From an optimization exercise on the open Yosys and OpenROAD flow, aimed at small area, a short achievable clock period and few clock cycles per item; shortcuts taken in it are not production practice. The RTL was checked by simulation tests, not by an equivalence proof against the original design.

## yarrow
## ce_aes
module ce_aes (
    input  wire         clk,
    input  wire         rst,        
    input  wire         start,
    input  wire         key_256,    
    input  wire [255:0] key,
    input  wire [127:0] din,
    output wire         ready,
    output reg          done,
    output reg  [127:0] dout
);
clock: 10.0 ns
lec_check: 0
cap_margin: 20
core_margin: 2
core_utilization: 40
gpl_routability_driven: 1
gpl_timing_driven: 1
place_density: 0.6
setup_slack_margin: 5
slew_margin: 20
synth_hierarchical: 1
synth_minimum_keep_size: 0
standard.sh (not shown) runs the stock make flow with config.mk's settings and CLKGATE_MAP_FILE= SYNTH_SCRIPT=/design/flow/synth_recipe.tcl, a recipe that flattens the netlist after the stock synthesis.
==> flow/flow/run.sh <==
#!/bin/bash
set -euo pipefail
bash standard.sh SETUP_SLACK_MARGIN=6.5 finish > standard.log 2>&1
Testbench counts of yarrow, summed over its fixed seeds: cycles 35,450, blocks 3,200.
Modified inputs, cedar compared to yarrow
# yarrow
export LEC_CHECK = 0
export CAP_MARGIN = 20
export CORE_MARGIN = 2
export CORE_UTILIZATION = 40
export GPL_ROUTABILITY_DRIVEN = 1
export GPL_TIMING_DRIVEN = 1
export PLACE_DENSITY = 0.6
export SETUP_SLACK_MARGIN = 5
export SLEW_MARGIN = 20
export SYNTH_HIERARCHICAL = 1
export SYNTH_MINIMUM_KEEP_SIZE = 0
create_clock -name core_clock -period 10.0 [get_ports {clk}]
# cedar
export LEC_CHECK = 0
export ABC_AREA = 1
export CAP_MARGIN = 20
export CORE_MARGIN = 2
export CORE_UTILIZATION = 40
export CTS_CLUSTER_DIAMETER = 80
export CTS_CLUSTER_SIZE = 24
export GPL_ROUTABILITY_DRIVEN = 1
export GPL_TIMING_DRIVEN = 1
export PLACE_DENSITY = 0.6
export SETUP_SLACK_MARGIN = 5
export SLEW_MARGIN = 20
export SYNTH_HIERARCHICAL = 1
export SYNTH_MINIMUM_KEEP_SIZE = 0
create_clock -name core_clock -period 10.0 [get_ports {clk}]
==> flow/flow/run.sh <==
#!/bin/bash
set -euo pipefail
bash standard.sh SETUP_SLACK_MARGIN=6 \
  "BUFFER_PORTS_ARGS=-buffer_cell sky130_fd_sc_hd__buf_1" finish > standard.log 2>&1
[summary]
cedar: no failed stages, no open violations at the end. Routed wire length on cedar is up relative to yarrow. Higher critical path depth was reported by cedar, not yarrow.

========
== run A ==
ce_aes, a different RTL version from the one above (not shown whole).
Size in the first run: about 1200 flip-flops, ~520 I/O pins.
clock: 10.0 ns
lec_check: 0
cap_margin: 20
core_margin: 2
core_utilization: 60
cts_cluster_diameter: 80
cts_cluster_size: 24
gpl_routability_driven: 1
gpl_timing_driven: 1
place_density: 0.85
setup_slack_margin: 5
slew_margin: 20
synth_hierarchical: 1
synth_minimum_keep_size: 0
tns_end_percent: 5
==> flow/flow/run.sh <==
#!/bin/bash
set -euo pipefail
bash standard.sh SETUP_SLACK_MARGIN=6 \
  "BUFFER_PORTS_ARGS=-buffer_cell sky130_fd_sc_hd__buf_1" finish > standard.log 2>&1
Run A | status: complete | timing, DRC, antenna: pass
Testbench counts of run A, summed over its fixed seeds: cycles 35,450, blocks 3,200.
Edits applied to the flow inputs when going from run A to run B:
Settings: changing PLACE_DENSITY from 0.85 to 0.9; changing CORE_UTILIZATION from 60 to 70; removing TNS_END_PERCENT (formerly 5).
Notes after the runs:
Number of instances in the placed design sits lower in run B than in run A. Taking run A as the reference, in run B weighted congestion reported at the end of routability-driven placement shows an increase of 0.035; signed area change from the synthesized netlist to the final layout rose by 0.81 points; upper clock frequency limit -about 2.1%; fraction of the mapped netlist area in adder cells has remained practically unchanged.
Inputs modified between run B and run C:
Settings: a change of CORE_UTILIZATION from 70 to 60; a change of PLACE_DENSITY from 0.9 to 0.85.
==> flow/flow/run.sh <==
#!/bin/bash
set -euo pipefail
bash standard.sh SETUP_SLACK_MARGIN=6.2 \
  "BUFFER_PORTS_ARGS=-buffer_cell sky130_fd_sc_hd__buf_1" finish > standard.log 2>&1
==> run summary <==
Run C ended with every stage complete and zero timing, DRC or antenna violations.
Run B has higher setup slack at placement than run C.
As of run C, multi-input combinational cell area had risen by a few percent compared to run B.
Detailed route wirelength on metal2 was higher in the run labelled run C.
Diff run B -> run C: average via count per standard cell fell 3.4%; die area +14000 sq um; final HPWL from detailed placement climbed 0.63%.
#### Input delta (run D over run C)
Settings: putting TNS_END_PERCENT at 20 where nothing was set.
==> flow/flow/run.sh <==
#!/bin/bash
set -euo pipefail
bash standard.sh SETUP_SLACK_MARGIN=6 \
  "BUFFER_PORTS_ARGS=-buffer_cell sky130_fd_sc_hd__buf_1" finish > standard.log 2>&1
[summary]
From run C to run D the numbers moved as follows: worst path setup slack after routing decreased by 93 ps relative to the old numbers; global-route usage over all layers decreased by 0.39 points relative to the old numbers. Fraction of final layout cells with drive strength greater than 1: run D vs run C down 5.5 points. Synthesis-to-layout area growth (lower): run D.

-- afterwards: timing with drivers on the ports --
Ports are ideal in the flow. The routed layouts listed here were re-timed in OpenROAD. Step 1 sets driving cells, clkbuf_16 on the clock port and buf_2 on the other inputs (assumed; they add their load-dependent delay and slew). Step 2 also shifts input and output timing later by t, the mid clock arrival at the registers, as if the neighbouring blocks saw the same clock. a / b / c = ideal ports / drivers / drivers and shift; a / b = the first two.
| run | t, ns | setup WS [ns] | worst setup path at the end | cell pins on the clock port's net |
|---|---|---|---|---|
| yarrow | 0.842 | 6.398 / 6.398 / 5.994 | input to register | 1 |
| cedar | 0.822 | 6.230 / 6.230 / 6.230 | register to register | 1 |
| run A | 0.758 | 5.984 / 5.984 / 5.984 | register to register | 1 |
| run B | 0.733 | 5.896 / 5.896 / 5.896 | register to register | 1 |
| run C | 0.762 | 6.130 / 6.130 / 6.130 | register to register | 1 |
| run D | 0.758 | 6.037 / 6.037 / 6.037 | register to register | 1 |
After both steps setup and hold are still met in every run listed. For yarrow, which loses most, drivers alone change the setup slack by 0.000 ns; drivers and shift together by -0.404 ns.
